From an optimization exercise on the open Yosys and OpenROAD flow, aimed at small area; shortcuts taken in it are not production practice. Function was checked by simulation only, so behaviour that the tests miss may differ from the original. Power is estimated from default activity; no workload was simulated.

$ cat run.sh
#!/bin/bash
# synth_recipe.tcl (not shown) runs the flow's synth.tcl, then flattens the netlist and writes it again
# the make line also repeats each setting of config.mk as NAME=value (left out here)
make -C /OpenROAD-flow-scripts/flow DESIGN_CONFIG=/design/flow/config.mk WORK_HOME=/design/flow/orfs CLKGATE_MAP_FILE= SYNTH_SCRIPT=/design/flow/synth_recipe.tcl finish
$ cat config.mk
export PLATFORM = sky130hd
export DESIGN_NAME = met_decim
export DESIGN_NICKNAME = met_decim
export VERILOG_FILES = /design/flow/design.v
export SDC_FILE = /design/flow/constraint.sdc
export NUM_CORES = 4
export LEC_CHECK = 0
export CAP_MARGIN = 20
export CORE_MARGIN = 2
export CORE_UTILIZATION = 40
export SLEW_MARGIN = 20
$ cat constraint.sdc
create_clock -name core_clock -period 25.0 [get_ports {clk}]
set_input_delay 5.0000 -clock core_clock [delete_from_list [all_inputs] [get_ports {clk}]]
set_output_delay 5.0000 -clock core_clock [all_outputs]
set_load 0.01 [all_outputs]
$ cat design.v
module met_decim (
    input  wire        clk,
    input  wire        rst,         
    input  wire        bit_valid,
    input  wire        bit_in,
    input  wire [4:0]  sh1,
    input  wire [4:0]  sh2,
    input  wire [4:0]  sh3,
    output reg         out_valid,
    output wire [23:0] out_data,
    output wire        out_ovf,
    output wire        out_stuck
);
    integer n1, n2, n3;
function [2:0] dig2(input [3:0] p, input [2:0] q);
  case ({p, q})
    {4'd0, 3'd2}: dig2 = 3'b001;
    {4'd0, 3'd3}: dig2 = 3'b110;
    {4'd1, 3'd1}: dig2 = 3'b001;
    {4'd1, 3'd2}: dig2 = 3'b001;
    {4'd1, 3'd3}: dig2 = 3'b101;
    {4'd1, 3'd4}: dig2 = 3'b101;
    {4'd1, 3'd5}: dig2 = 3'b001;
    {4'd2, 3'd1}: dig2 = 3'b001;
    {4'd2, 3'd2}: dig2 = 3'b001;
    {4'd2, 3'd3}: dig2 = 3'b110;
    {4'd2, 3'd5}: dig2 = 3'b110;
    {4'd3, 3'd0}: dig2 = 3'b010;
    {4'd3, 3'd1}: dig2 = 3'b101;
    {4'd3, 3'd2}: dig2 = 3'b101;
    {4'd3, 3'd5}: dig2 = 3'b001;
    {4'd3, 3'd6}: dig2 = 3'b001;
    {4'd4, 3'd0}: dig2 = 3'b110;
    {4'd4, 3'd1}: dig2 = 3'b110;
    {4'd4, 3'd3}: dig2 = 3'b001;
    {4'd4, 3'd5}: dig2 = 3'b001;
    {4'd4, 3'd6}: dig2 = 3'b001;
    {4'd4, 3'd7}: dig2 = 3'b101;
    {4'd5, 3'd1}: dig2 = 3'b001;
    {4'd5, 3'd2}: dig2 = 3'b010;
    {4'd5, 3'd3}: dig2 = 3'b101;
    {4'd5, 3'd4}: dig2 = 3'b010;
    {4'd5, 3'd5}: dig2 = 3'b101;
    {4'd5, 3'd6}: dig2 = 3'b010;
    {4'd5, 3'd7}: dig2 = 3'b010;
    {4'd6, 3'd1}: dig2 = 3'b001;
    {4'd6, 3'd2}: dig2 = 3'b010;
    {4'd6, 3'd3}: dig2 = 3'b101;
    {4'd6, 3'd4}: dig2 = 3'b010;
    {4'd6, 3'd5}: dig2 = 3'b101;
    {4'd6, 3'd6}: dig2 = 3'b010;
    {4'd6, 3'd7}: dig2 = 3'b010;
    {4'd7, 3'd0}: dig2 = 3'b110;
    {4'd7, 3'd1}: dig2 = 3'b110;
    {4'd7, 3'd3}: dig2 = 3'b001;
    {4'd7, 3'd5}: dig2 = 3'b001;
    {4'd7, 3'd6}: dig2 = 3'b001;
    {4'd7, 3'd7}: dig2 = 3'b101;
    {4'd8, 3'd0}: dig2 = 3'b010;
    {4'd8, 3'd1}: dig2 = 3'b101;
    {4'd8, 3'd2}: dig2 = 3'b101;
    {4'd8, 3'd5}: dig2 = 3'b001;
    {4'd8, 3'd6}: dig2 = 3'b001;
    {4'd9, 3'd1}: dig2 = 3'b001;
    {4'd9, 3'd2}: dig2 = 3'b001;
    {4'd9, 3'd3}: dig2 = 3'b110;
    {4'd9, 3'd5}: dig2 = 3'b110;
    {4'd10, 3'd1}: dig2 = 3'b001;
    {4'd10, 3'd2}: dig2 = 3'b001;
    {4'd10, 3'd3}: dig2 = 3'b101;
    {4'd10, 3'd4}: dig2 = 3'b101;
    {4'd10, 3'd5}: dig2 = 3'b001;
    {4'd11, 3'd2}: dig2 = 3'b001;
    {4'd11, 3'd3}: dig2 = 3'b110;
    default: dig2 = 3'b000;
  endcase
endfunction
function [2:0] dig3(input [4:0] t, input [2:0] q);
  case ({t, q})
    {5'd0, 3'd0}: dig3 = 3'b101;
    {5'd0, 3'd1}: dig3 = 3'b001;
    {5'd0, 3'd2}: dig3 = 3'b110;
    {5'd2, 3'd0}: dig3 = 3'b001;
    {5'd2, 3'd1}: dig3 = 3'b001;
    {5'd2, 3'd2}: dig3 = 3'b010;
    {5'd2, 3'd4}: dig3 = 3'b001;
    {5'd3, 3'd0}: dig3 = 3'b001;
    {5'd3, 3'd2}: dig3 = 3'b001;
    {5'd3, 3'd4}: dig3 = 3'b101;
    {5'd3, 3'd5}: dig3 = 3'b001;
    {5'd4, 3'd2}: dig3 = 3'b010;
    {5'd4, 3'd3}: dig3 = 3'b010;
    {5'd4, 3'd4}: dig3 = 3'b101;
    {5'd4, 3'd5}: dig3 = 3'b001;
    {5'd6, 3'd0}: dig3 = 3'b110;
    {5'd6, 3'd1}: dig3 = 3'b001;
    {5'd6, 3'd3}: dig3 = 3'b101;
    {5'd6, 3'd5}: dig3 = 3'b110;
    {5'd7, 3'd0}: dig3 = 3'b110;
    {5'd7, 3'd1}: dig3 = 3'b001;
    {5'd7, 3'd2}: dig3 = 3'b110;
    {5'd7, 3'd3}: dig3 = 3'b110;
    {5'd7, 3'd6}: dig3 = 3'b101;
    {5'd8, 3'd0}: dig3 = 3'b101;
    {5'd8, 3'd1}: dig3 = 3'b101;
    {5'd8, 3'd3}: dig3 = 3'b110;
    {5'd8, 3'd6}: dig3 = 3'b101;
    {5'd10, 3'd0}: dig3 = 3'b010;
    {5'd10, 3'd1}: dig3 = 3'b001;
    {5'd10, 3'd2}: dig3 = 3'b101;
    {5'd10, 3'd3}: dig3 = 3'b001;
    {5'd10, 3'd4}: dig3 = 3'b010;
    {5'd10, 3'd6}: dig3 = 3'b010;
    {5'd11, 3'd0}: dig3 = 3'b010;
    {5'd11, 3'd1}: dig3 = 3'b010;
    {5'd11, 3'd2}: dig3 = 3'b101;
    {5'd11, 3'd3}: dig3 = 3'b010;
    {5'd11, 3'd4}: dig3 = 3'b001;
    {5'd11, 3'd5}: dig3 = 3'b101;
    {5'd11, 3'd6}: dig3 = 3'b001;
    {5'd11, 3'd7}: dig3 = 3'b001;
    {5'd12, 3'd0}: dig3 = 3'b101;
    {5'd12, 3'd1}: dig3 = 3'b101;
    {5'd12, 3'd2}: dig3 = 3'b001;
    {5'd12, 3'd3}: dig3 = 3'b101;
    {5'd12, 3'd4}: dig3 = 3'b010;
    {5'd12, 3'd6}: dig3 = 3'b101;
    {5'd12, 3'd7}: dig3 = 3'b010;
    {5'd13, 3'd0}: dig3 = 3'b010;
    {5'd13, 3'd1}: dig3 = 3'b010;
    {5'd13, 3'd2}: dig3 = 3'b001;
    {5'd13, 3'd3}: dig3 = 3'b001;
    {5'd13, 3'd7}: dig3 = 3'b010;
    {5'd14, 3'd0}: dig3 = 3'b101;
    {5'd14, 3'd1}: dig3 = 3'b101;
    {5'd14, 3'd2}: dig3 = 3'b001;
    {5'd14, 3'd3}: dig3 = 3'b101;
    {5'd14, 3'd4}: dig3 = 3'b010;
    {5'd14, 3'd6}: dig3 = 3'b101;
    {5'd14, 3'd7}: dig3 = 3'b010;
    {5'd15, 3'd0}: dig3 = 3'b010;
    {5'd15, 3'd1}: dig3 = 3'b010;
    {5'd15, 3'd2}: dig3 = 3'b101;
    {5'd15, 3'd3}: dig3 = 3'b010;
    {5'd15, 3'd4}: dig3 = 3'b001;
    {5'd15, 3'd5}: dig3 = 3'b101;
    {5'd15, 3'd6}: dig3 = 3'b001;
    {5'd15, 3'd7}: dig3 = 3'b001;
    {5'd16, 3'd0}: dig3 = 3'b010;
    {5'd16, 3'd1}: dig3 = 3'b001;
    {5'd16, 3'd2}: dig3 = 3'b101;
    {5'd16, 3'd3}: dig3 = 3'b001;
    {5'd16, 3'd4}: dig3 = 3'b010;
    {5'd16, 3'd6}: dig3 = 3'b010;
    {5'd18, 3'd0}: dig3 = 3'b101;
    {5'd18, 3'd1}: dig3 = 3'b101;
    {5'd18, 3'd3}: dig3 = 3'b110;
    {5'd18, 3'd6}: dig3 = 3'b101;
    {5'd19, 3'd0}: dig3 = 3'b110;
    {5'd19, 3'd1}: dig3 = 3'b001;
    {5'd19, 3'd2}: dig3 = 3'b110;
    {5'd19, 3'd3}: dig3 = 3'b110;
    {5'd19, 3'd6}: dig3 = 3'b101;
    {5'd20, 3'd0}: dig3 = 3'b110;
    {5'd20, 3'd1}: dig3 = 3'b001;
    {5'd20, 3'd3}: dig3 = 3'b101;
    {5'd20, 3'd5}: dig3 = 3'b110;
    {5'd22, 3'd2}: dig3 = 3'b010;
    {5'd22, 3'd3}: dig3 = 3'b010;
    {5'd22, 3'd4}: dig3 = 3'b101;
    {5'd22, 3'd5}: dig3 = 3'b001;
    {5'd23, 3'd0}: dig3 = 3'b001;
    {5'd23, 3'd2}: dig3 = 3'b001;
    {5'd23, 3'd4}: dig3 = 3'b101;
    {5'd23, 3'd5}: dig3 = 3'b001;
    {5'd24, 3'd0}: dig3 = 3'b001;
    {5'd24, 3'd1}: dig3 = 3'b001;
    {5'd24, 3'd2}: dig3 = 3'b010;
    {5'd24, 3'd4}: dig3 = 3'b001;
    {5'd26, 3'd0}: dig3 = 3'b101;
    {5'd26, 3'd1}: dig3 = 3'b001;
    {5'd26, 3'd2}: dig3 = 3'b110;
    default: dig3 = 3'b000;
  endcase
endfunction
    reg  [7:0]  bitpos;
    reg         last_bit;
    reg  [11:0] run;
    reg         stk;
    wire [11:0] run_n = (run != 12'd0 && bit_in == last_bit) ?
                        ((run == 12'd2048) ? run : run + 12'd1) : 12'd1;
    wire        dec = bit_valid && (bitpos[4:0] == 5'd13);
    always @(posedge clk) begin
        if (rst) begin
            bitpos   <= 8'd0;
            last_bit <= 1'b0;
            run      <= 12'd0;
        end else if (bit_valid) begin
            bitpos   <= bitpos + 8'd1;
            last_bit <= bit_in;
            run      <= run_n;
            if (dec && bitpos[7:5] == 3'b111)
                stk <= (run_n == 12'd2048);
        end
    end
    reg  [26:0] i1, i2, i3, i4, i5;
    reg         ivalid;
    wire [26:0] i1n, i2n, i3n, i4n, i5n;
    met_radd #(27) u_i1 (.a(ivalid ? i1 : 27'd0), .b({{26{~bit_in}}, 1'b1}), .ci(1'b0), .s(i1n));
    met_radd #(27) u_i2 (.a(ivalid ? i2 : 27'd0), .b(i1n), .ci(1'b0), .s(i2n));
    met_radd #(27) u_i3 (.a(ivalid ? i3 : 27'd0), .b(i2n), .ci(1'b0), .s(i3n));
    met_radd #(27) u_i4 (.a(ivalid ? i4 : 27'd0), .b(i3n), .ci(1'b0), .s(i4n));
    met_radd #(27) u_i5 (.a(ivalid ? i5 : 27'd0), .b(i4n), .ci(1'b0), .s(i5n));
    always @(posedge clk) begin
        if (rst)
            ivalid <= 1'b0;
        else if (bit_valid) begin
            ivalid <= 1'b1;
            i1 <= i1n; i2 <= i2n; i3 <= i3n; i4 <= i4n; i5 <= i5n;
        end
    end
    localparam [2:0] CS_IDLE = 3'd0, CS_WAIT = 3'd1, CS_COMB = 3'd2,
                     CS_SH = 3'd3, CS_RDY = 3'd4;
    reg  [2:0]  cst;
    reg  [26:0] cr [0:4];          
    reg  [2:0]  cpos;
    reg         cvalid;
    reg  [26:0] c;
    reg  [4:0]  ccnt;
    reg         cr_bit;
    reg         codd;
    wire        comb_step = (cst == CS_COMB);
    wire [26:0] cd = cvalid ? cr[0] : 27'd0;
    wire [26:0] csum;
    met_radd #(27) u_cadd (.a(c), .b(comb_step ? ~cd : 27'd0),
                           .ci(comb_step | cr_bit), .s(csum));
    wire        sat1 = !(c[26:23] == 4'b0000 || c[26:23] == 4'b1111);
    wire [23:0] s1w  = sat1 ? {c[26], {23{~c[26]}}} : c[23:0];
    always @(posedge clk) begin
        for (n1 = 0; n1 < 4; n1 = n1 + 1)
            cr[n1] <= cr[n1+1];
        cr[4] <= comb_step ? c : cr[0];
    end
    reg  [23:0] orr [0:11];        
    reg  [23:0] err [0:5];         
    reg  [3:0]  opos;
    reg  [2:0]  epos;
    reg  [3:0]  ocnt;
    reg  [2:0]  ecnt;
    reg         ev_rdy;            
    reg         od_in;             
    wire        o_ok;
    wire        o_ins = (cst == CS_RDY) && codd && o_ok && (opos == 4'd0);
    wire        e_ins = (cst == CS_RDY) && !codd && (epos == 3'd0);
    always @(posedge clk) begin
        for (n2 = 0; n2 < 11; n2 = n2 + 1)
            orr[n2] <= orr[n2+1];
        orr[11] <= o_ins ? s1w : orr[0];
        for (n2 = 0; n2 < 5; n2 = n2 + 1)
            err[n2] <= err[n2+1];
        err[5] <= e_ins ? s1w : err[0];
    end
    localparam [2:0] A_IDLE = 3'd0, A_ALIGN = 3'd1, A_RUN = 3'd2, A_STALL = 3'd3,
                     A_RND = 3'd4, A_XFER = 3'd5;
    reg  [2:0]  ast;
    reg  [41:0] a2;
    reg  [2:0]  aq;
    reg  [4:0]  f1age;             
    reg         w2;                
    wire        c_load = (ast == A_IDLE) && ev_rdy && (epos == 3'd0);
    wire        a_busy = (ast == A_ALIGN) || (ast == A_RUN) || (ast == A_STALL);
    assign      o_ok = a_busy ? !od_in : (ast == A_IDLE && ev_rdy);
    wire [4:0]  f1age_n = sat1 ? 5'd0 : ((f1age == 5'd31) ? f1age : f1age + 5'd1);
    wire [3:0]  tap2 = od_in ? opos : opos - 4'd1;
    wire [2:0]  d2 = dig2(tap2, 3'd7 - aq);     
    wire        o_valid = (4'd11 - opos) < ocnt && (od_in || opos != 4'd0);
    wire [24:0] o_mag = !o_valid ? 25'd0 :
                        d2[1] ? {orr[0], 1'b0} : d2[0] ? {orr[0][23], orr[0]} : 25'd0;
    wire        a_run = (ast == A_RUN) && !o_ins;
    wire        a_neg = a_run & d2[2] & o_valid;
    wire [41:0] k2 = (sh2 == 5'd0) ? 42'd0 : (42'd1 << (sh2 - 5'd1));
    wire [41:0] a_b = a_run ? {{17{o_mag[24]}}, o_mag} : k2;
    wire [41:0] a_a = (a_run && opos == 4'd0) ? {a2[39:0], 2'b00} : a2;
    wire [41:0] a_sum;
    met_radd #(42) u_aadd (.a(a_a), .b(a_b ^ {42{a_neg}}), .ci(a_neg), .s(a_sum));
    localparam [2:0] S_IDLE = 3'd0, S_SH = 3'd1, S_SAT = 3'd2, S_WAIT = 3'd3, S_PASS = 3'd4,
                     S_OWAIT = 3'd5, S_OSH = 3'd6;
    reg  [2:0]  sst;
    reg  [41:0] s3;
    reg  [4:0]  scnt;
    reg         sw2;
    reg  [2:0]  sq;
    reg  [2:0]  pos3;
    reg  [1:0]  r3;                
    reg  [2:0]  jm;                
    reg         s3first;
    reg  [4:0]  f2age;
    reg         w3;
    reg  [41:0] ar [0:6];          
    wire        sat2 = !(s3[41:23] == 19'd0 || s3[41:23] == {19{1'b1}});
    wire        f2 = sat2 | sw2;
    wire [4:0]  f2age_n = f2 ? 5'd0 : ((f2age == 5'd31) ? f2age : f2age + 5'd1);
    wire [2:0]  dd = (pos3 >= jm) ? (pos3 - jm) : (pos3 + 3'd7 - jm);
    wire [5:0]  tt = {1'b0, dd, 2'b11} - {4'd0, r3};
    wire [2:0]  d3 = (tt > 6'd26) ? 3'b000 : dig3(tt[4:0], sq);
    wire        s_pass = (sst == S_PASS);
    wire        fresh = s_pass && (sq == 3'd0) && (s3first || (r3 == 2'd1 && dd == 3'd6));
    wire [41:0] k3 = (sh3 == 5'd0) ? 42'd0 : (42'd1 << (sh3 - 5'd1));
    wire [41:0] m3 = !s_pass ? 42'd0 :
                     d3[1] ? {s3[40:0], 1'b0} : d3[0] ? s3 : 42'd0;
    wire        neg3 = s_pass & d3[2];
    wire [41:0] sum3;
    met_radd #(42) u_sadd (.a(fresh ? k3 : ar[0]), .b(m3 ^ {42{neg3}}), .ci(neg3), .s(sum3));
    always @(posedge clk) begin
        for (n3 = 0; n3 < 6; n3 = n3 + 1)
            ar[n3] <= ar[n3+1];
        ar[6] <= sum3;
    end
    reg  [2:0]  oslot;
    assign out_data  = sat2 ? {s3[41], {23{~s3[41]}}} : s3[23:0];
    assign out_ovf   = sat2 | w3;
    assign out_stuck = stk;
    always @(posedge clk) begin
        if (rst) begin
            cst    <= CS_IDLE;
            cpos   <= 3'd0;
            cvalid <= 1'b0;
            opos   <= 4'd0;
            epos   <= 3'd0;
            ocnt   <= 4'd0;
            ecnt   <= 3'd0;
            ast    <= A_IDLE;
            f1age  <= 5'd31;
            sst    <= S_IDLE;
            pos3   <= 3'd0;
            r3     <= 2'd0;
            jm     <= 3'd0;
            s3first <= 1'b1;
            f2age  <= 5'd31;
            ev_rdy <= 1'b0;
            od_in  <= 1'b0;
            out_valid <= 1'b0;
        end else begin
            cpos <= (cpos == 3'd4) ? 3'd0 : cpos + 3'd1;
            if (!o_ins) opos <= (opos == 4'd11) ? 4'd0 : opos + 4'd1;
            if (!e_ins) epos <= (epos == 3'd5) ? 3'd0 : epos + 3'd1;
            pos3 <= (pos3 == 3'd6) ? 3'd0 : pos3 + 3'd1;
            case (cst)
            CS_IDLE:
                if (dec) begin
                    c    <= i5n;
                    codd <= bitpos[5];
                    cst  <= CS_WAIT;
                end
            CS_WAIT:
                if (cpos == 3'd4) cst <= CS_COMB;
            CS_COMB: begin
                c <= csum;
                if (cpos == 3'd4) begin
                    cvalid <= 1'b1;
                    ccnt   <= sh1;
                    cr_bit <= 1'b0;
                    cst    <= CS_SH;
                end
            end
            CS_SH:
                if (ccnt >= 5'd4) begin
                    c      <= {{4{c[26]}}, c[26:4]};
                    cr_bit <= c[3];
                    ccnt   <= ccnt - 5'd4;
                end else if (ccnt != 5'd0) begin
                    c      <= {c[26], c[26:1]};
                    cr_bit <= c[0];
                    ccnt   <= ccnt - 5'd1;
                end else begin
                    c   <= csum;
                    cst <= CS_RDY;
                end
            CS_RDY:
                if (e_ins) begin
                    if (ecnt != 3'd6) ecnt <= ecnt + 3'd1;
                    f1age <= f1age_n;
                    cst   <= CS_IDLE;
                end else if (o_ins) begin
                    if (ocnt != 4'd12) ocnt <= ocnt + 4'd1;
                    f1age <= f1age_n;
                    w2    <= (f1age_n <= 5'd22);
                    cst   <= CS_IDLE;
                end
            default: cst <= CS_IDLE;
            endcase
            if (e_ins) ev_rdy <= 1'b1;
            if (o_ins) od_in <= 1'b1;
            case (ast)
            A_IDLE:
                if (c_load) begin
                    a2     <= (ecnt == 3'd6) ? {{18{err[0][23]}}, err[0]} : 42'd0;
                    ev_rdy <= 1'b0;
                    ast    <= A_ALIGN;
                end
            A_ALIGN:
                if (opos == 4'd11) begin
                    aq  <= 3'd0;
                    ast <= A_RUN;
                end
            A_RUN:
                if (!o_ins) begin
                    a2 <= a_sum;
                    if (opos == 4'd11) begin
                        aq <= aq + 3'd1;
                        if (aq == 3'd7) begin
                            od_in <= 1'b0;
                            ast   <= A_RND;
                        end else if (aq == 3'd3 && !od_in)
                            ast <= A_STALL;
                    end
                end
            A_STALL:
                if (o_ins) ast <= A_RUN;
            A_RND: begin
                a2  <= a_sum;
                ast <= A_XFER;
            end
            A_XFER:
                if (sst == S_IDLE) ast <= A_IDLE;
            endcase
            out_valid <= 1'b0;
            case (sst)
            S_IDLE:
                if (ast == A_XFER) begin
                    s3   <= a2;
                    scnt <= sh2;
                    sw2  <= w2;
                    sst  <= S_SH;
                end
            S_SH:
                if (scnt >= 5'd4) begin
                    s3   <= {{4{s3[41]}}, s3[41:4]};
                    scnt <= scnt - 5'd4;
                end else if (scnt != 5'd0) begin
                    s3   <= {s3[41], s3[41:1]};
                    scnt <= scnt - 5'd1;
                end else
                    sst <= S_SAT;
            S_SAT: begin
                if (sat2) s3 <= {{19{s3[41]}}, {23{~s3[41]}}};
                f2age <= f2age_n;
                if (r3 == 2'd3) w3 <= (f2age_n <= 5'd26);
                sst <= S_WAIT;
            end
            S_WAIT:
                if (pos3 == 3'd6) begin
                    sq  <= 3'd0;
                    sst <= S_PASS;
                end
            S_PASS:
                if (pos3 == 3'd6) begin
                    s3 <= {s3[39:0], 2'b00};
                    sq <= sq + 3'd1;
                    if (sq == 3'd7) begin
                        sst     <= (r3 == 2'd3) ? S_OWAIT : S_IDLE;
                        oslot   <= jm;
                        s3first <= 1'b0;
                        r3      <= r3 + 2'd1;
                        if (r3 == 2'd3) jm <= (jm == 3'd6) ? 3'd0 : jm + 3'd1;
                    end
                end
            S_OWAIT:
                if (pos3 == oslot) begin
                    s3   <= ar[0];
                    scnt <= sh3;
                    sst  <= S_OSH;
                end
            S_OSH:
                if (scnt >= 5'd4) begin
                    s3   <= {{4{s3[41]}}, s3[41:4]};
                    scnt <= scnt - 5'd4;
                end else if (scnt != 5'd0) begin
                    s3   <= {s3[41], s3[41:1]};
                    scnt <= scnt - 5'd1;
                end else begin
                    out_valid <= 1'b1;
                    sst       <= S_IDLE;
                end
            default: sst <= S_IDLE;
            endcase
        end
    end
endmodule
module met_radd #(
    parameter integer W = 8
) (
    input  wire [W-1:0] a,
    input  wire [W-1:0] b,
    input  wire         ci,
    output wire [W-1:0] s
);
    wire [W:0] c;
    assign c[0] = ci;
    genvar k;
    generate
        for (k = 0; k < W; k = k + 1) begin : g_bit
            assign s[k]   = a[k] ^ b[k] ^ c[k];
            assign c[k+1] = (a[k] & b[k]) | (a[k] & c[k]) | (b[k] & c[k]);
        end
    endgenerate
endmodule
==> impl_metrics.yaml, run 1 <==
sta:
  skew_ns: 0.0391
  fmax_mhz: 41.1
  finalSetupViolCount: 0
  min_period_over_period_pct: 97.3
  rsz0062_at_grt: "no"
  relSlewSlack_pct: 30.3
  whs_ns: 0.295
  fin_setup_tns_ns: 0
  worstMarginPinSlew_ns: 1.04
  slew_violations: 0
  period_needed_ns: 24.31
  layout_setup_ws_ns: 0.685
  hold_viol_final: 0
yosys:
  ys.flop_type: "dfxtp_1"
  synth_top_family_by_area: "adder cells"
  ys_ff_latch: 1203
  synth_fa_ha_area_share_pct: 12.0
  synth_cells: 3714
  synth_edf_count: 271
  synth_mux_area_share_pct: 2.79
  ys_types: 78
  synthTopCellsByArea: "dfxtp_1 (42%), edfxtp_1 (18%), fa_1 (10%)"
  synth_compound_area_share_pct: 9.90
  synthSimpleGateAreaFrac_pct: 9.54
  yosys.area.top_type: "dfxtp_1"
  yosys_warnings: 5
  syn_nets: 4020
  netlist.area_leader.share_pct: 41.8
  post-synth-top-count-cell: "dfxtp_1"
  ys_seq_area_share_pct: 60.0
  synth_commonest_cells: "dfxtp_1 (932), nand2_1 (322), edfxtp_1 (271)"
  synthXorXnorAreaFrac_pct: 2.25
  syn-cell-area_um2: 44700
  async_reset_ff_share_pct: 0
  avgSynthCellArea_um2: 12.0
critical_path:
  cp_data_required_time_ns: 25.45
  endpoint_kind: "flip-flop"
  cpLargestDelayFamily: "adder cells"
  setup.worst_path.start: "sh2[2]"
  r2r_start: "opos[0]"
  crit_top_cell: "fa_1"
  path_class: "in -> reg"
  slowest_delay_ns: 0.48
  path_buf_inv: 8
  crit_path_top_delay_cell: "clkdlybuf4s50_1"
  cp-start-kind: "input port"
  cp_max_fo: 2
  cp.arrival_ns: 24.77
clocking:
  htree_levels: 3
  clock-sinks: 1203
  clockBufferDepth: 3
  clk_pin_slew_worst_paths_ns: 0.06
  cts_tree: "built"
  ctsRootBufferMaster: "clkbuf_16"
  numCtsBuffers: 117
  holdBufCountCts: 0
  post_cts_buffers: 0
  cts_resized: 0
  worstSkewPairLatency_ns: 0.70
route:
  dr.pass1.iters: 7
  drc: 0
  num_vias: 26100
  routedWlPerCell_um: 16.8
  wirelength_um: 89200
  drtIter0Drc: 1773
  viasPerCell: 4.90
  antenna_left: 0
outcome:
  status: "timing/DRC/antenna clean"
final_layout:
  instances_no_fill: 5320
  n_antenna_cell: 0
  syn2layout_area_growth_pct: 13.4
  layout.nets: 4038
  final_layout_size_suffix_gt1_share_pct: 8.48
  stdcell_area_um2: 50700
  fin_util_pct: 45.8
flow_run:
  max_cap_viol_count: 0
power_and_ir_drop:
  combPwrFrac_pct: 21.0
  power_switching_mw: 1.45
  total_power_mw: 5.21
  clkPwrFrac_pct: 34.6
  switching_share_pct: 27.8
  vdd_drop_max_v: 0.0000521
  p_int_mw: 3.76
  seqPwrFrac_pct: 44.4
  power_leakage_nw: 19.1
  power_density_nw_per_um2: 103
floorplanning:
  initial_core_util_pct: 40.4
  die_area_um2: 114000
  design.core.area_um2: 111000
  ios: 46
  fp.dieH_um: 338
  die_w_um: 338
  num_rows: 122
placement:
  io_buffers: 45
  place_congestion: 0.870
  hpwl_um: 60700
  place_area_um2: 46600
  place_ws_ns: -0.326
  dp.cells: 5101
grt:
  grt_max_degree: 75
  grt.total_usage_pct: 15.6
  antenna_found_initial: 0
  gr-total-overflow: 0
  grt_pass1_wl_um: 144000
  grt_pass1_vias: 26100
hold_path:
  min-delay-start: "cr[4][17]"
  hold_class: "reg -> reg"
layout make-up:
| class | instances | area, um^2 |
|---|---|---|
| Clock buffer | 170 | 3540 |
| Inverter | 203 | 762 |
| Timing Repair Buffer | 92 | 801 |
| Tap cell | 1488 | 1860 |
| Clock inverter | 49 | 508 |
| Sequential cell | 1203 | 26800 |
| Fill cell | 10000 | 60000 |
| Multi-Input combinational cell | 2115 | 16400 |
registers in the layout (all words and copies together) (netlist names), 4 cells and up:
register,count
a2,42
ar,294
bitpos,8
c,27
ccnt,5
cr,135
err,144
f1age,5
f2age,5
i1,27
i2,27
i3,27
i4,27
i5,27
ocnt,4
opos,4
orr,288
run,12
s3,42
scnt,5
placed cells by master, fill, tap and decap left out, types with 48 or more instances in the layout:
cell / count
fa_1: 231
clkbuf_16: 126
a21oi_1: 243
nor3_1: 65
nand2_1: 322
nor2_1: 204
dfxtp_1: 931
buf_4: 48
edfxtp_1: 271
and2_1: 108
xor2_1: 81
mux2i_1: 83
o21ai_0: 134
inv_1: 201
ha_1: 54
metal layers:
metal / track usage (%) / vias to the layer above / share of wire, %
met2: 24.3 / 554 / 45
li1: - / 12700 / -
met3: 2.59 / 147 / 4.6
met5: 0 / - / 0
met4: 5.13 / 0 / 2.8
met1: 22.0 / 12700 / 47
cells by family after synthesis:
family | after synthesis
DFF | 1203
and+or+nand+nor | 902
AOI/OAI and AO/OA | 691
buffers and inverters | 396
adders and majority gates | 287
muxes | 120
xor gates and xnor gates | 115
power groups by stage:
| stage | registers (mW) | clock network (mW) | logic (mW) |
|---|---|---|---|
| after CTS | 2.31 | 1.85 | 1.13 |
| final | 2.31 | 1.80 | 1.09 |
| after global routing | 2.33 | 1.93 | 1.25 |
| after global placement | 2.35 | 0 | 1.10 |
| after floorplan | 2.32 | 0 | 0.809 |
| after detailed placement | 2.36 | 0 | 1.12 |
final timing paths:
path / endpoint / slack [ns] / depth (start not counted)
min: cr[3][17] / 0.30 / 0
max reg2reg: a2[41] / 2.64 / 62
max: a2[41] / 0.69 / 56
min reg2reg: cr[3][17] / 0.30 / 0
==> run 2: changes to the inputs <==
--- a/design.v
+++ b/design.v
@@ -206,18 +206,20 @@
     reg  [26:0] i1, i2, i3, i4, i5;
     reg         ivalid;
     wire [26:0] i1n, i2n, i3n, i4n, i5n;
-    met_radd #(27) u_i1 (.a(ivalid ? i1 : 27'd0), .b({{26{~bit_in}}, 1'b1}), .ci(1'b0), .s(i1n));
-    met_radd #(27) u_i2 (.a(ivalid ? i2 : 27'd0), .b(i1n), .ci(1'b0), .s(i2n));
-    met_radd #(27) u_i3 (.a(ivalid ? i3 : 27'd0), .b(i2n), .ci(1'b0), .s(i3n));
-    met_radd #(27) u_i4 (.a(ivalid ? i4 : 27'd0), .b(i3n), .ci(1'b0), .s(i4n));
-    met_radd #(27) u_i5 (.a(ivalid ? i5 : 27'd0), .b(i4n), .ci(1'b0), .s(i5n));
+    wire        bvr = bit_valid & ~rst;
+    wire [26:0] bv = {27{bvr}};
+    met_radd #(27) u_i1 (.a(ivalid ? i1 : 27'd0), .b({{26{bvr & ~bit_in}}, bvr}),
+                         .ci(1'b0), .s(i1n));
+    met_radd #(27) u_i2 (.a(ivalid ? i2 : 27'd0), .b(i1n & bv), .ci(1'b0), .s(i2n));
+    met_radd #(27) u_i3 (.a(ivalid ? i3 : 27'd0), .b(i2n & bv), .ci(1'b0), .s(i3n));
+    met_radd #(27) u_i4 (.a(ivalid ? i4 : 27'd0), .b(i3n & bv), .ci(1'b0), .s(i4n));
+    met_radd #(27) u_i5 (.a(ivalid ? i5 : 27'd0), .b(i4n & bv), .ci(1'b0), .s(i5n));
     always @(posedge clk) begin
         if (rst)
             ivalid <= 1'b0;
-        else if (bit_valid) begin
+        else if (bit_valid)
             ivalid <= 1'b1;
-            i1 <= i1n; i2 <= i2n; i3 <= i3n; i4 <= i4n; i5 <= i5n;
-        end
+        i1 <= i1n; i2 <= i2n; i3 <= i3n; i4 <= i4n; i5 <= i5n;
     end
     localparam [2:0] CS_IDLE = 3'd0, CS_WAIT = 3'd1, CS_COMB = 3'd2,
                      CS_SH = 3'd3, CS_RDY = 3'd4;
@@ -434,10 +436,7 @@
                     sst  <= S_SH;
                 end
             S_SH:
-                if (scnt >= 5'd4) begin
-                    s3   <= {{4{s3[41]}}, s3[41:4]};
-                    scnt <= scnt - 5'd4;
-                end else if (scnt != 5'd0) begin
+                if (scnt != 5'd0) begin
                     s3   <= {s3[41], s3[41:1]};
                     scnt <= scnt - 5'd1;
                 end else
@@ -472,10 +471,7 @@
                     sst  <= S_OSH;
                 end
             S_OSH:
-                if (scnt >= 5'd4) begin
-                    s3   <= {{4{s3[41]}}, s3[41:4]};
-                    scnt <= scnt - 5'd4;
-                end else if (scnt != 5'd0) begin
+                if (scnt != 5'd0) begin
                     s3   <= {s3[41], s3[41:1]};
                     scnt <= scnt - 5'd1;
                 end else begin
--- a/config.mk
+++ b/config.mk
@@ -7,5 +7,7 @@
 export LEC_CHECK = 0
 export CAP_MARGIN = 20
 export CORE_MARGIN = 2
-export CORE_UTILIZATION = 40
+export CORE_UTILIZATION = 65
+export CTS_CLUSTER_DIAMETER = 80
+export CTS_CLUSTER_SIZE = 30
 export SLEW_MARGIN = 20
==> run 2 against run 1 <==
Still clean. Combinational power shrank 78%. Power is 36% lower. Final area shrank 9.9%. Critical path type unchanged. Critical endpoint unchanged. Largest cell class unchanged.
==> impl_metrics.yaml, run 2 <==
critical_path:
  crit_top_cell: "fa_1"
  cp_data_required_time_ns: 25.35
  endpoint_kind: "flip-flop"
  slowest_delay_ns: 0.51
  cp-start-kind: "input port"
  cp_max_fo: 2
  crit_path_top_delay_cell: "fa_1"
  path_class: "in -> reg"
  cp.arrival_ns: 24.52
final_layout:
  stdcell_area_um2: 45700
  top_regs: "ar x294, orr x288, err x144"
  fillers: 4602
  multi_input_area_um2: 15800
  largest_reg_flops: 294
  top_register: "ar"
  n_antenna_cell: 0
  layout_common_cells: "dfxtp_1 (1066), nand2_1 (407), inv_1 (236)"
  layout_commonest_cell: "dfxtp_1"
  final_layout_size_suffix_gt1_share_pct: 5.27
  layout.nets: 3942
  seq_area_um2: 25400
  syn2layout_area_growth_pct: 6.75
placement:
  place_area_um2: 44000
  place_congestion: 0.900
  io_buffers: 45
  place_ws_ns: -0.223
  hpwl_um: 60500
power_and_ir_drop:
  power_density_nw_per_um2: 73.0
  clkPwrFrac_pct: 30.7
  combPwrFrac_pct: 7.3
  power_switching_mw: 0.798
  p_int_mw: 2.53
  switching_share_pct: 23.9
  vdd_drop_max_v: 0.0000672
  power_leakage_nw: 17.3
  seqPwrFrac_pct: 62.0
sta:
  hold_viol_final: 0
  relSlewSlack_pct: 25.1
  period_needed_ns: 24.17
  whs_ns: 0.313
  worstMarginPinSlew_ns: 1.12
  layout_setup_ws_ns: 0.829
  finalSetupViolCount: 0
  rsz0062_at_grt: "no"
  fmax_mhz: 41.4
  min_period_over_period_pct: 96.7
  skew_ns: 0.0326
  slew_violations: 0
outcome:
  status: "timing/DRC/antenna clean"
route:
  drc: 0
  dr.pass1.iters: 7
  num_vias: 25700
  routedWlPerCell_um: 19.1
  antenna_left: 0
  wirelength_um: 86400
  drtIter0Drc: 2266
  viasPerCell: 5.69
yosys:
  synthTopCellsByArea: "dfxtp_1 (50%), fa_1 (11%), edfxtp_1 (9.5%)"
  netlist.area_leader.share_pct: 49.9
  ys.flop_type: "dfxtp_1"
  async_reset_ff_share_pct: 0
  yosys_warnings: 5
  synth_commonest_cells: "dfxtp_1 (1067), nand2_1 (407), inv_1 (237)"
  syn-cell-area_um2: 42800
  synth_cells: 3679
  avgSynthCellArea_um2: 11.6
  synth_edf_count: 136
  syn_nets: 3985
  post-synth-top-count-cell: "dfxtp_1"
  ys_seq_area_share_pct: 59.5
  yosys.area.top_type: "dfxtp_1"
  ys_types: 83
  ys_ff_latch: 1203
floorplanning:
  die_w_um: 261
  fp.dieH_um: 261
  num_rows: 94
  design.core.area_um2: 65500
  die_area_um2: 67900
  ios: 46
  initial_core_util_pct: 65.3
clocking:
  cts_resized: 0
  worstSkewPairLatency_ns: 0.65
  clockBufferDepth: 3
  htree_levels: 2
  clk_pin_slew_worst_paths_ns: 0.11
  cts_tree: "built"
  ctsRootBufferMaster: "clkbuf_16"
  holdBufCountCts: 0
  clock-sinks: 1203
  numCtsBuffers: 51
  post_cts_buffers: 0
grt:
  antenna_found_initial: 0
  grt_pass1_vias: 26100
  grt.total_usage_pct: 25.7
  grt_pass1_wl_um: 139000
  gr-total-overflow: 0
  grt_max_degree: 111
hold_path:
  hold_class: "reg -> reg"
flow_run:
  max_cap_viol_count: 0
==> run 2: per-layer routing <==
layer | GRT usage [%] | vias to the layer above | part of all wire (%)
met5 | 0 | - | 0
met4 | 7.16 | 0 | 2.7
met3 | 2.57 | 146 | 3.9
met2 | 44.9 | 649 | 50
met1 | 34.4 | 12700 | 44
li1 | - | 12200 | -
==> run 2: cell families (layout without fill, tap and decap cells) <==
kind of cell             Yosys count  count (layout)  share of synthesized area, %
flip-flops                      1203            1203                          59.5
multiplexers                     114             114                          2.77
buffers and inverters            427             411                          3.86
AO/OA/AOI/OAI                    654             654                          10.1
XOR/XNOR                          77              77                          1.63
adder cells (fa/ha/maj)          287             287                          12.5
AND/OR/NAND/NOR                  917             917                          9.71
==> run 2: critical path: cells and delay by family <==
| family | cells | cell delay [ns] |
|---|---|---|
| xor+xnor | 2 | 0.38 |
| fa+ha+maj | 40 | 17.24 |
| buf+inv | 8 | 0.96 |
| compound gates | 3 | 0.34 |
| simple gates | 2 | 0.62 |
==> run 2: layout make-up <==
| type | instances | share of cell area [%] |
|---|---|---|
| clock buffer | 63 | 2.96 |
| clock inverter | 17 | 0.685 |
| inverter | 241 | 1.98 |
| multi-input combinational | 2049 | 34.6 |
| sequential | 1203 | 55.7 |
| tap | 864 | 2.37 |
| timing repair buffer | 90 | 1.72 |
==> run 2: path summary, 6_finish.rpt <==
kind / start / slack [ns] / depth (start not counted) / to
worst min register to register: ar[6][27] / 0.31 / 0 / ar[5][27]
worst max register to register: od_in / 2.73 / 59 / a2[41]
worst min-delay path: ar[6][27] / 0.31 / 0 / ar[5][27]
worst max-delay path: sh2[3] / 0.83 / 55 / a2[41]
==> run 2: power by group through the flow <==
stage | combinational (mW) | clock [mW] | sequential, mW
detailed placement | 0.240 | 0 | 2.11
global placement | 0.234 | 0 | 2.10
global route | 0.272 | 1.10 | 2.07
finish | 0.243 | 1.02 | 2.07
CTS | 0.242 | 1.04 | 2.07
floorplan | 0.190 | 0 | 2.08
==> run 2: per-stage QoR <==
step | utilization (%) | cells | setup TNS [ns] | power [mW]
after floorplan | - | 3679 | 0 | 2.27
after global placement | 67.1 | 4447 | -0.0651 | 2.34
after detailed placement | 67.1 | 4447 | -0.223 | 2.35
after CTS | 69.7 | 4527 | 0 | 3.35
after global routing | 69.7 | 4527 | 0 | 3.45
final | 69.7 | 4527 | 0 | 3.33
==> run 3: changes to the inputs <==
--- a/config.mk
+++ b/config.mk
@@ -7,7 +7,7 @@
 export LEC_CHECK = 0
 export CAP_MARGIN = 20
 export CORE_MARGIN = 2
-export CORE_UTILIZATION = 65
-export CTS_CLUSTER_DIAMETER = 80
+export CORE_UTILIZATION = 55
+export CTS_CLUSTER_DIAMETER = 100
 export CTS_CLUSTER_SIZE = 30
 export SLEW_MARGIN = 20
==> run 3 against run 2 <==
Combinational power about the same. Largest power group unchanged. Final area up 0.19%. Final cell count up 3.9%. Worst hold slack worse by 0.0014 ns. Still clean. Maximum frequency down 0.19%.
==> impl_metrics.yaml, run 3 <==
outcome:
  status: "timing/DRC/antenna clean"
critical_path:
  path_class: "in -> reg"
  crit_top_cell: "fa_1"
  path_buf_inv: 8
  cp_max_fo: 2
  cpLargestDelayFamily: "adder cells"
  cp.arrival_ns: 24.68
  endpoint_kind: "flip-flop"
  cp-start-kind: "input port"
  cp_data_required_time_ns: 25.46
  crit_path_top_delay_cell: "fa_1"
  slowest_delay_ns: 0.50
  rrSetupSlack_ns: 2.89
final_layout:
  syn2layout_area_growth_pct: 6.96
  stdcell_area_um2: 45800
  layout_common_cells: "dfxtp_1 (1066), nand2_1 (407), inv_1 (236)"
  top_regs: "ar x294, orr x288, err x144"
  largest_reg_flops: 294
  n_antenna_cell: 0
  layout_commonest_cell: "dfxtp_1"
  layout.nets: 3943
  top_register: "ar"
  final_layout_size_suffix_gt1_share_pct: 5.16
  instances_no_fill: 4704
  fin_util_pct: 59.3
yosys:
  post-synth-top-count-cell: "dfxtp_1"
  netlist.area_leader.share_pct: 49.9
  syn-cell-area_um2: 42800
  syn_nets: 3985
  ys.flop_type: "dfxtp_1"
  async_reset_ff_share_pct: 0
  synth_commonest_cells: "dfxtp_1 (1067), nand2_1 (407), inv_1 (237)"
  synth_edf_count: 136
  synth_cells: 3679
  yosys.area.top_type: "dfxtp_1"
  ys_types: 83
  yosys_warnings: 5
  ys_ff_latch: 1203
  ys_seq_area_share_pct: 59.5
  synthTopCellsByArea: "dfxtp_1 (50%), fa_1 (11%), edfxtp_1 (9.5%)"
  avgSynthCellArea_um2: 11.6
hold_path:
  hold_class: "reg -> reg"
sta:
  relSlewSlack_pct: 33.7
  skew_ns: 0.0460
  period_needed_ns: 24.22
  worstMarginPinSlew_ns: 0.994
  fin_setup_tns_ns: 0
  hold_viol_final: 0
  finalSetupViolCount: 0
  fmax_mhz: 41.3
  slew_violations: 0
  min_period_over_period_pct: 96.9
  layout_setup_ws_ns: 0.783
  whs_ns: 0.312
  rsz0062_at_grt: "no"
route:
  routedWlPerCell_um: 18.2
  drc: 0
  dr.pass1.iters: 7
  viasPerCell: 5.37
  num_vias: 25200
  drtIter0Drc: 1913
  antenna_left: 0
  wirelength_um: 85600
floorplanning:
  die_w_um: 283
  design.core.area_um2: 77200
  num_rows: 102
  ios: 46
  fp.dieH_um: 283
  initial_core_util_pct: 55.4
  die_area_um2: 80000
placement:
  dp.cells: 4626
  place_congestion: 0.876
  place_ws_ns: -0.163
  hpwl_um: 60300
  place_area_um2: 44200
  io_buffers: 45
grt:
  antenna_found_initial: 0
  grt_pass1_wl_um: 137000
  gr-total-overflow: 0
  grt_max_degree: 111
  grt.total_usage_pct: 21.6
  grt_pass1_vias: 25300
clocking:
  post_cts_buffers: 0
  worstSkewPairLatency_ns: 0.66
  htree_levels: 2
  clockBufferDepth: 3
  clk_pin_slew_worst_paths_ns: 0.10
  numCtsBuffers: 48
  cts_tree: "built"
  ctsRootBufferMaster: "clkbuf_16"
  clock-sinks: 1203
power_and_ir_drop:
  switching_share_pct: 23.7
  clkPwrFrac_pct: 29.8
  vdd_drop_max_v: 0.0000666
  p_int_mw: 2.51
  power_switching_mw: 0.779
  combPwrFrac_pct: 7.4
  seqPwrFrac_pct: 62.7
  power_leakage_nw: 17.2
  total_power_mw: 3.29
  power_density_nw_per_um2: 71.9
flow_run:
  max_cap_viol_count: 0
-- run 3: timing repair --
item / 4_1_cts / 5_1_grt
endpoints found under the setup margin: 0 / 1
gates resized for setup: 0 / 4
hold buffers: 0 / 0
-- run 3: kinds of logic after synthesis --
family	count (synthesis)	synth area share, %
AO/OA/AOI/OAI	654	10.1
XOR/XNOR	77	1.63
adder cells (fa/ha/maj)	287	12.5
buffers and inverters	427	3.86
flip-flops	1203	59.5
multiplexers	114	2.77
AND/OR/NAND/NOR	917	9.71
-- run 3: area by class of cell --
| cell class | count | area, um^2 |
|---|---|---|
| fillers | 6390 | 31500 |
| flip-flops and latches | 1203 | 25400 |
| multi-input cells | 2049 | 15800 |
| clock buffers | 67 | 1310 |
| well taps | 1040 | 1300 |
| inverters | 241 | 905 |
| repair buffers | 94 | 817 |
| clock inverters | 10 | 199 |
-- run 3: final timing paths --
check | start | end | depth (start not counted)
setup reg to reg | od_in | a2[41] | 59
setup / recovery | sh2[3] | a2[41] | 55
hold reg to reg | orr[5][23] | orr[4][23] | 0
hold / removal | orr[5][23] | orr[4][23] | 0
-- run 3: power by group through the flow --
stage,registers (mW),clock network (mW),logic [mW]
6_report,2.06,0.980,0.245
5_1_grt,2.07,1.08,0.274
4_1_cts,2.06,1.01,0.245
3_5_place_dp,2.11,0,0.243
3_3_place_gp,2.11,0,0.237
2_1_floorplan,2.08,0,0.190
-- run 3: layer usage --
metal / global-route usage (%) / wire [um] / vias to the layer above
li1: - / - / 12200
met1: 30.3 / 39300 / 12400
met2: 35.7 / 40500 / 529
met3: 2.17 / 3160 / 129
met4: 6.72 / 2650 / 0
met5: 0 / 0 / -
==> run 4: changes to the inputs <==
--- a/config.mk
+++ b/config.mk
@@ -7,7 +7,7 @@
 export LEC_CHECK = 0
 export CAP_MARGIN = 20
 export CORE_MARGIN = 2
-export CORE_UTILIZATION = 55
+export CORE_UTILIZATION = 40
 export CTS_CLUSTER_DIAMETER = 100
 export CTS_CLUSTER_SIZE = 30
 export SLEW_MARGIN = 20
==> run 4 against run 3 <==
Still clean. Sequential cell count is the same. First-iteration DRC count is 4.7% lower. Sequential power is essentially flat. Maximum frequency about the same. Clock skew rose by 0.011 ns. Non-clock buffer count shrank 8. Setup slack worse by 0.0035 ns. Die area increased by 37%. Via count fell by 1.6%. Register-to-register slack worse by 0.07 ns. Critical path depth unchanged. Final area increased by 1.0%. Critical path type unchanged. Critical endpoint unchanged. Largest power group unchanged.
==> impl_metrics.yaml, run 4 <==
clocking:
  clock-sinks: 1203
  holdBufCountCts: 0
  ctsRootBufferMaster: "clkbuf_16"
  htree_levels: 2
  cts_tree: "built"
  numCtsBuffers: 50
  worstSkewPairLatency_ns: 0.69
  clockBufferDepth: 3
  post_cts_buffers: 0
  cts_resized: 0
  clk_pin_slew_worst_paths_ns: 0.11
route:
  routedWlPerCell_um: 16.4
  wirelength_um: 82800
  dr.pass1.iters: 9
  drc: 0
  drtIter0Drc: 1823
  antenna_left: 0
  viasPerCell: 4.92
  num_vias: 24800
yosys:
  yosys_warnings: 5
  avgSynthCellArea_um2: 11.6
  ys_seq_area_share_pct: 59.5
  synth_commonest_cells: "dfxtp_1 (1067), nand2_1 (407), inv_1 (237)"
  ys_ff_latch: 1203
  syn-cell-area_um2: 42800
  netlist.area_leader.share_pct: 49.9
  yosys.area.top_type: "dfxtp_1"
  synthTopCellsByArea: "dfxtp_1 (50%), fa_1 (11%), edfxtp_1 (9.5%)"
  syn_nets: 3985
  async_reset_ff_share_pct: 0
  ys.flop_type: "dfxtp_1"
  synth_cells: 3679
  post-synth-top-count-cell: "dfxtp_1"
  ys_types: 83
  synth_edf_count: 136
power_and_ir_drop:
  vdd_drop_max_v: 0.0000505
  power_density_nw_per_um2: 71.8
  total_power_mw: 3.32
  power_leakage_nw: 17.2
floorplanning:
  die_area_um2: 110000
  initial_core_util_pct: 40.5
  design.core.area_um2: 106000
  fp.dieH_um: 331
  die_w_um: 331
  num_rows: 119
  ios: 46
final_layout:
  layout_common_cells: "dfxtp_1 (1066), nand2_1 (406), inv_1 (235)"
  layout_commonest_cell: "dfxtp_1"
  layout.nets: 3937
  top_regs: "ar x294, orr x288, err x144"
  final_layout_size_suffix_gt1_share_pct: 5.06
  largest_reg_flops: 294
  instances_no_fill: 5047
  syn2layout_area_growth_pct: 8.02
  fillers: 9902
  n_antenna_cell: 0
  fin_util_pct: 43.7
  stdcell_area_um2: 46200
  top_register: "ar"
grt:
  grt.total_usage_pct: 15.2
  grt_max_degree: 111
  antenna_found_initial: 0
  grt_pass1_vias: 24400
  grt_pass1_wl_um: 134000
  gr-total-overflow: 0
critical_path:
  crit_path_top_delay_cell: "fa_1"
  r2r_start: "opos[0]"
  path_class: "in -> reg"
  endpoint_kind: "flip-flop"
  cp.arrival_ns: 24.63
  crit_top_cell: "fa_1"
  r2r-end: "a2[41]"
  cp_data_required_time_ns: 25.41
  cp_max_fo: 2
  r2r_cells: 61
  rrSetupSlack_ns: 2.82
  slowest_delay_ns: 0.50
  cp-start-kind: "input port"
placement:
  io_buffers: 45
  place_area_um2: 44600
  dp.cells: 4970
  place_ws_ns: -0.0604
  place_congestion: 0.848
  hpwl_um: 58200
hold_path:
  min_path_cells: 0
  min-delay-start: "err[1][22]"
  hold_end: "err[0][22]"
  hold_class: "reg -> reg"
sta:
  relSlewSlack_pct: 30.1
  fmax_mhz: 41.3
  whs_ns: 0.297
  skew_ns: 0.0572
  slew_violations: 0
  period_needed_ns: 24.22
  hold_viol_final: 0
  rsz0062_at_grt: "no"
  fin_setup_tns_ns: 0
  finalSetupViolCount: 0
  worstMarginPinSlew_ns: 1.05
  min_period_over_period_pct: 96.9
  layout_setup_ws_ns: 0.779
flow_run:
  max_cap_viol_count: 0
outcome:
  status: "timing/DRC/antenna clean"
run 4: per-layer routing:
layer  track usage (%)  vias to the layer above  part of all wire (%)
li1                  -                    12200                     -
met1              21.5                    12100                    48
met2              24.9                      413                    46
met3              2.07                       91                   4.1
met4              3.67                        0                   1.8
met5                 0                        -                     0
run 4: final cells by class:
cell class / instances / area, um^2 / area share, %
Clock buffer: 63 / 1340 / 2.91
Multi-Input combinational cell: 2049 / 15800 / 34.1
Tap cell: 1391 / 1740 / 3.77
Timing Repair Buffer: 86 / 756 / 1.64
Sequential cell: 1203 / 25400 / 55.1
Inverter: 241 / 905 / 1.96
Clock inverter: 14 / 243 / 0.525
run 4: worst max-delay path: cells and delay by family:
| family | cells | cell delay, ns |
|---|---|---|
| adder cells (fa/ha/maj) | 40 | 17.32 |
| buffers and inverters | 8 | 0.96 |
| AND/OR/NAND/NOR | 2 | 0.56 |
| AO/OA/AOI/OAI | 3 | 0.43 |
| XOR/XNOR | 2 | 0.39 |
run 4: power by group:
group          total, mW  internal [mW]  switching [mW]
clock network       1.01          0.414           0.600
logic              0.242         0.0959           0.146
registers           2.06           2.02          0.0433
total               3.32           2.53           0.789
run 4: worst max path at each step:
stage	end	from	slack, ns	cells after the start
2_1_floorplan	a2[41]	sh2[3]	1.19	54
3_3_place_gp	a2[41]	sh2[4]	0.14	55
3_5_place_dp	a2[41]	sh2[4]	-0.06	55
4_1_cts	a2[41]	sh2[4]	0.69	55
5_1_grt	a2[41]	sh2[4]	0.02	55
6_report	a2[41]	sh2[4]	0.78	55
run 4: cell families (layout without fill, tap and decap cells):
family	count (synthesis)	after routing	share of synthesized area, %
and+or+nand+nor	917	917	9.71
AOI/OAI and AO/OA	654	654	10.1
xor gates and xnor gates	77	77	1.63
adders and majority gates	287	287	12.5
buffers and inverters	427	404	3.86
muxes	114	114	2.77
DFF	1203	1203	59.5
==> run 5: changes to the inputs <==
--- a/design.v
+++ b/design.v
@@ -244,23 +244,22 @@
         cr[4] <= comb_step ? c : cr[0];
     end
     reg  [23:0] orr [0:11];        
-    reg  [23:0] err [0:5];         
+    reg  [23:0] err [0:4];         
     reg  [3:0]  opos;
     reg  [2:0]  epos;
     reg  [3:0]  ocnt;
     reg  [2:0]  ecnt;
-    reg         ev_rdy;            
     reg         od_in;             
     wire        o_ok;
     wire        o_ins = (cst == CS_RDY) && codd && o_ok && (opos == 4'd0);
-    wire        e_ins = (cst == CS_RDY) && !codd && (epos == 3'd0);
+    wire        e_ins = (cst == CS_RDY) && !codd && (epos == 3'd0) && (ast == A_IDLE);
     always @(posedge clk) begin
         for (n2 = 0; n2 < 11; n2 = n2 + 1)
             orr[n2] <= orr[n2+1];
         orr[11] <= o_ins ? s1w : orr[0];
-        for (n2 = 0; n2 < 5; n2 = n2 + 1)
+        for (n2 = 0; n2 < 4; n2 = n2 + 1)
             err[n2] <= err[n2+1];
-        err[5] <= e_ins ? s1w : err[0];
+        err[4] <= e_ins ? s1w : err[0];
     end
     localparam [2:0] A_IDLE = 3'd0, A_ALIGN = 3'd1, A_RUN = 3'd2, A_STALL = 3'd3,
                      A_RND = 3'd4, A_XFER = 3'd5;
@@ -269,9 +268,8 @@
     reg  [2:0]  aq;
     reg  [4:0]  f1age;             
     reg         w2;                
-    wire        c_load = (ast == A_IDLE) && ev_rdy && (epos == 3'd0);
     wire        a_busy = (ast == A_ALIGN) || (ast == A_RUN) || (ast == A_STALL);
-    assign      o_ok = a_busy ? !od_in : (ast == A_IDLE && ev_rdy);
+    assign      o_ok = a_busy && !od_in;
     wire [4:0]  f1age_n = sat1 ? 5'd0 : ((f1age == 5'd31) ? f1age : f1age + 5'd1);
     wire [3:0]  tap2 = od_in ? opos : opos - 4'd1;
     wire [2:0]  d2 = dig2(tap2, 3'd7 - aq);     
@@ -308,8 +306,9 @@
     wire        s_pass = (sst == S_PASS);
     wire        fresh = s_pass && (sq == 3'd0) && (s3first || (r3 == 2'd1 && dd == 3'd6));
     wire [41:0] k3 = (sh3 == 5'd0) ? 42'd0 : (42'd1 << (sh3 - 5'd1));
-    wire [41:0] m3 = !s_pass ? 42'd0 :
-                     d3[1] ? {s3[40:0], 1'b0} : d3[0] ? s3 : 42'd0;
+    wire        two3 = s_pass & d3[1];
+    wire        one3 = s_pass & d3[0];
+    wire [41:0] m3 = ({s3[40:0], 1'b0} & {42{two3}}) | (s3 & {42{one3}});
     wire        neg3 = s_pass & d3[2];
     wire [41:0] sum3;
     met_radd #(42) u_sadd (.a(fresh ? k3 : ar[0]), .b(m3 ^ {42{neg3}}), .ci(neg3), .s(sum3));
@@ -318,7 +317,7 @@
             ar[n3] <= ar[n3+1];
         ar[6] <= sum3;
     end
-    reg  [2:0]  oslot;
+    wire [2:0]  oslot = (jm == 3'd0) ? 3'd6 : jm - 3'd1;    
     assign out_data  = sat2 ? {s3[41], {23{~s3[41]}}} : s3[23:0];
     assign out_ovf   = sat2 | w3;
     assign out_stuck = stk;
@@ -339,13 +338,12 @@
             jm     <= 3'd0;
             s3first <= 1'b1;
             f2age  <= 5'd31;
-            ev_rdy <= 1'b0;
             od_in  <= 1'b0;
             out_valid <= 1'b0;
         end else begin
             cpos <= (cpos == 3'd4) ? 3'd0 : cpos + 3'd1;
             if (!o_ins) opos <= (opos == 4'd11) ? 4'd0 : opos + 4'd1;
-            if (!e_ins) epos <= (epos == 3'd5) ? 3'd0 : epos + 3'd1;
+            if (!e_ins) epos <= (epos == 3'd4) ? 3'd0 : epos + 3'd1;
             pos3 <= (pos3 == 3'd6) ? 3'd0 : pos3 + 3'd1;
             case (cst)
             CS_IDLE:
@@ -380,7 +378,7 @@
                 end
             CS_RDY:
                 if (e_ins) begin
-                    if (ecnt != 3'd6) ecnt <= ecnt + 3'd1;
+                    if (ecnt != 3'd5) ecnt <= ecnt + 3'd1;
                     f1age <= f1age_n;
                     cst   <= CS_IDLE;
                 end else if (o_ins) begin
@@ -391,13 +389,11 @@
                 end
             default: cst <= CS_IDLE;
             endcase
-            if (e_ins) ev_rdy <= 1'b1;
             if (o_ins) od_in <= 1'b1;
             case (ast)
             A_IDLE:
-                if (c_load) begin
-                    a2     <= (ecnt == 3'd6) ? {{18{err[0][23]}}, err[0]} : 42'd0;
-                    ev_rdy <= 1'b0;
+                if (e_ins) begin
+                    a2     <= (ecnt == 3'd5) ? {{18{err[0][23]}}, err[0]} : 42'd0;
                     ast    <= A_ALIGN;
                 end
             A_ALIGN:
@@ -458,7 +454,6 @@
                     sq <= sq + 3'd1;
                     if (sq == 3'd7) begin
                         sst     <= (r3 == 2'd3) ? S_OWAIT : S_IDLE;
-                        oslot   <= jm;
                         s3first <= 1'b0;
                         r3      <= r3 + 2'd1;
                         if (r3 == 2'd3) jm <= (jm == 3'd6) ? 3'd0 : jm + 3'd1;
==> run 5 against run 4 <==
Critical endpoint unchanged. Synthesized cell count grew 1.6%. Critical path type unchanged. Still clean on timing, DRC and antenna. Clock-buffer cell count shrank 2. Clock power shrank 4%. Critical path depth grew 1. Highest routed layer is now met5. First-iteration DRC count grew 5.7%. Sequential share of layout area shrank 1.5 points. Setup slack gained 0.061 ns.
==> impl_metrics.yaml, run 5 <==
outcome:
  status: "timing/DRC/antenna clean"
critical_path:
  crit_path_top_delay_cell: "clkdlybuf4s50_1"
  cp_data_required_time_ns: 25.41
  endpoint_kind: "flip-flop"
  crit_top_cell: "fa_1"
  cp.arrival_ns: 24.57
  setup.worst_path.start: "sh2[0]"
  cp-start-kind: "input port"
  slowest_delay_ns: 0.48
  path_class: "in -> reg"
  cp_max_fo: 3
  r2r_start: "opos[0]"
power_and_ir_drop:
  total_power_mw: 3.50
  power_switching_mw: 0.920
  power_density_nw_per_um2: 75.5
  clkPwrFrac_pct: 27.7
  combPwrFrac_pct: 12.2
  power_leakage_nw: 17.5
  vdd_drop_max_v: 0.0000595
  switching_share_pct: 26.3
  p_int_mw: 2.58
  seqPwrFrac_pct: 60.1
floorplanning:
  ios: 46
  initial_core_util_pct: 40.3
  die_w_um: 332
  design.core.area_um2: 107000
  die_area_um2: 110000
  num_rows: 120
  fp.dieH_um: 332
final_layout:
  syn2layout_area_growth_pct: 7.68
  layout_commonest_cell: "dfxtp_1"
  top_register: "ar"
  largest_reg_flops: 294
  fillers: 10000
  instances_no_fill: 5107
  layout.nets: 3991
  final_layout_size_suffix_gt1_share_pct: 6.21
  top_regs: "ar x294, orr x288, cr x135"
  layout_common_cells: "dfxtp_1 (1038), nand2_1 (415), inv_1 (233)"
route:
  drc: 0
  wirelength_um: 81800
  num_vias: 25000
  dr.pass1.iters: 7
  antenna_left: 0
  drtIter0Drc: 1926
  viasPerCell: 4.89
  routedWlPerCell_um: 16.0
placement:
  hpwl_um: 57500
  place_congestion: 0.833
  io_buffers: 45
  dp.cells: 5029
sta:
  finalSetupViolCount: 0
  slew_violations: 0
  worstMarginPinSlew_ns: 1.11
  rsz0062_at_grt: "no"
  relSlewSlack_pct: 26.0
  min_period_over_period_pct: 96.6
  hold_viol_final: 0
  fmax_mhz: 41.4
  skew_ns: 0.0434
  period_needed_ns: 24.16
  whs_ns: 0.314
hold_path:
  hold_class: "reg -> reg"
  min-delay-start: "orr[5][12]"
grt:
  grt_pass1_wl_um: 133000
  antenna_found_initial: 4
  grt_pass1_vias: 24500
  grt.total_usage_pct: 14.8
  grt_max_degree: 108
  gr-total-overflow: 0
yosys:
  yosys.area.top_type: "dfxtp_1"
  synth_cells: 3739
  avgSynthCellArea_um2: 11.5
  synth_edf_count: 133
  syn_nets: 4052
  synthTopCellsByArea: "dfxtp_1 (48%), fa_1 (11%), edfxtp_1 (9.3%)"
  syn-cell-area_um2: 43100
  ys_types: 89
  ys_ff_latch: 1175
  ys_seq_area_share_pct: 57.7
  netlist.area_leader.share_pct: 48.4
  async_reset_ff_share_pct: 0
  ys.flop_type: "dfxtp_1"
  yosys_warnings: 5
  synth_commonest_cells: "dfxtp_1 (1042), nand2_1 (415), inv_1 (235)"
  post-synth-top-count-cell: "dfxtp_1"
clocking:
  holdBufCountCts: 0
  clockBufferDepth: 3
  numCtsBuffers: 49
  clock-sinks: 1175
  htree_levels: 2
  ctsRootBufferMaster: "clkbuf_16"
  clk_pin_slew_worst_paths_ns: 0.11
  cts_tree: "built"
  worstSkewPairLatency_ns: 0.68
flow_run:
  max_cap_viol_count: 0
-- run 5: cell count changes after synthesis, sizes merged, moves of 12 or more --
cell / change
a211oi: -12
a22o: -37
buf: +19
dfxtp: -25
mux2: +31
nand3: -45
nor2: -41
o21a: +35
o21ai: +62
xnor2: +40
-- run 5: power by group through the flow --
stage | clock network (mW) | registers, mW | logic, mW
floorplan | 0 | 2.11 | 0.330
global placement | 0 | 2.15 | 0.423
detailed placement | 0 | 2.15 | 0.428
CTS | 1.01 | 2.11 | 0.429
global route | 1.07 | 2.12 | 0.482
finish | 0.970 | 2.11 | 0.428
-- run 5: final timing paths --
check	to	cells past startpoint	slack, ns
setup / recovery	a2[41]	56	0.84
hold / removal	orr[4][12]	0	0.31
setup reg to reg	a2[41]	62	3.31
hold reg to reg	orr[4][12]	0	0.31
-- run 5: per-layer routing --
metal	part of all wire (%)	track usage [%]	wire length [um]	vias to the layer above
li1	-	-	-	12400
met1	49	21.2	40100	12100
met2	45	23.6	36900	406
met3	4.0	2.21	3250	97
met4	1.9	3.48	1520	6
met5	0.044	0	36	-
-- run 5: repair_timing --
| action | 4_1_cts | 5_1_grt |
|---|---|---|
| gates resized for setup | 0 | 6 |
| setup buffers | 0 | 0 |
| endpoints found under the setup margin | 0 | 1 |
-- run 5: cell type report --
type                    instances  area, um^2  share of cell area, %
clock buffers                  61        1270                   2.74
multi-input cells            2123       16600                   35.7
well taps                    1403        1760                   3.78
inverters                     237         890                   1.92
flip-flops and latches       1175       24900                   53.6
repair buffers                 92         808                   1.74
clock inverters                15         221                  0.477
diodes                          1        2.50                0.00539
-- run 5: per-stage QoR --
stage	setup TNS, ns	cell area (um^2)	utilization [%]	setup slack (ns)
after floorplan	0	43100	-	0.824
after global placement	-0.163	44900	42.0	-0.163
after detailed placement	-0.198	44900	42.0	-0.198
after CTS	0	46300	43.4	0.495
after global routing	0	46400	43.4	0.0459
final	0	46400	43.4	0.841
-- run 5: worst max-delay path: cells and delay by family --
kind / cells / cell delay, ns
buffers and inverters: 8 / 0.95
and+or+nand+nor: 2 / 0.56
xor gates and xnor gates: 3 / 0.52
AOI/OAI and AO/OA: 3 / 0.48
adders and majority gates: 40 / 17.05
-- run 5: cells by family after synthesis --
| kind of cell | synth area share [%] |
|---|---|
| AOI/OAI and AO/OA | 10.3 |
| xor gates and xnor gates | 2.45 |
| adders and majority gates | 12.6 |
| buffers and inverters | 4.06 |
| DFF | 57.7 |
| muxes | 3.70 |
| and+or+nand+nor | 9.16 |

-- re-timing with driven ports --
Ports are ideal in the flow. The routed layouts listed here were re-timed in OpenROAD. Step 1 (the two cells are an assumption about what drives the block):
set clk [get_ports {clk}]
set_driving_cell -lib_cell sky130_fd_sc_hd__clkbuf_16 $clk
set_driving_cell -lib_cell sky130_fd_sc_hd__buf_2 [delete_from_list [all_inputs] $clk]
Step 2 adds t to the input delays and takes it off the output delays; t is the mean of the earliest and latest rising clock arrival at the registers after step 1. Input paths then give back, and output paths get back, about the clock's delay inside the block. a / b / c = ideal ports / drivers / drivers and shift; a / b = the first two.
run | t (ns) | setup slack, ns | cell pins on the clock port's net
run 1 | 0.746 | 0.685 / 0.731 / -0.015 | 1
run 2 | 0.696 | 0.829 / 0.867 / 0.171 | 1
run 3 | 0.704 | 0.783 / 0.823 / 0.119 | 1
run 4 | 0.726 | 0.779 / 0.825 / 0.100 | 1
run 5 | 0.716 | 0.841 / 0.812 / 0.096 | 1
With both steps, setup timing fails in run 1, where it was met with ideal ports. For run 5, which loses most, drivers alone change the setup slack by -0.029 ns; drivers and shift together by -0.745 ns.
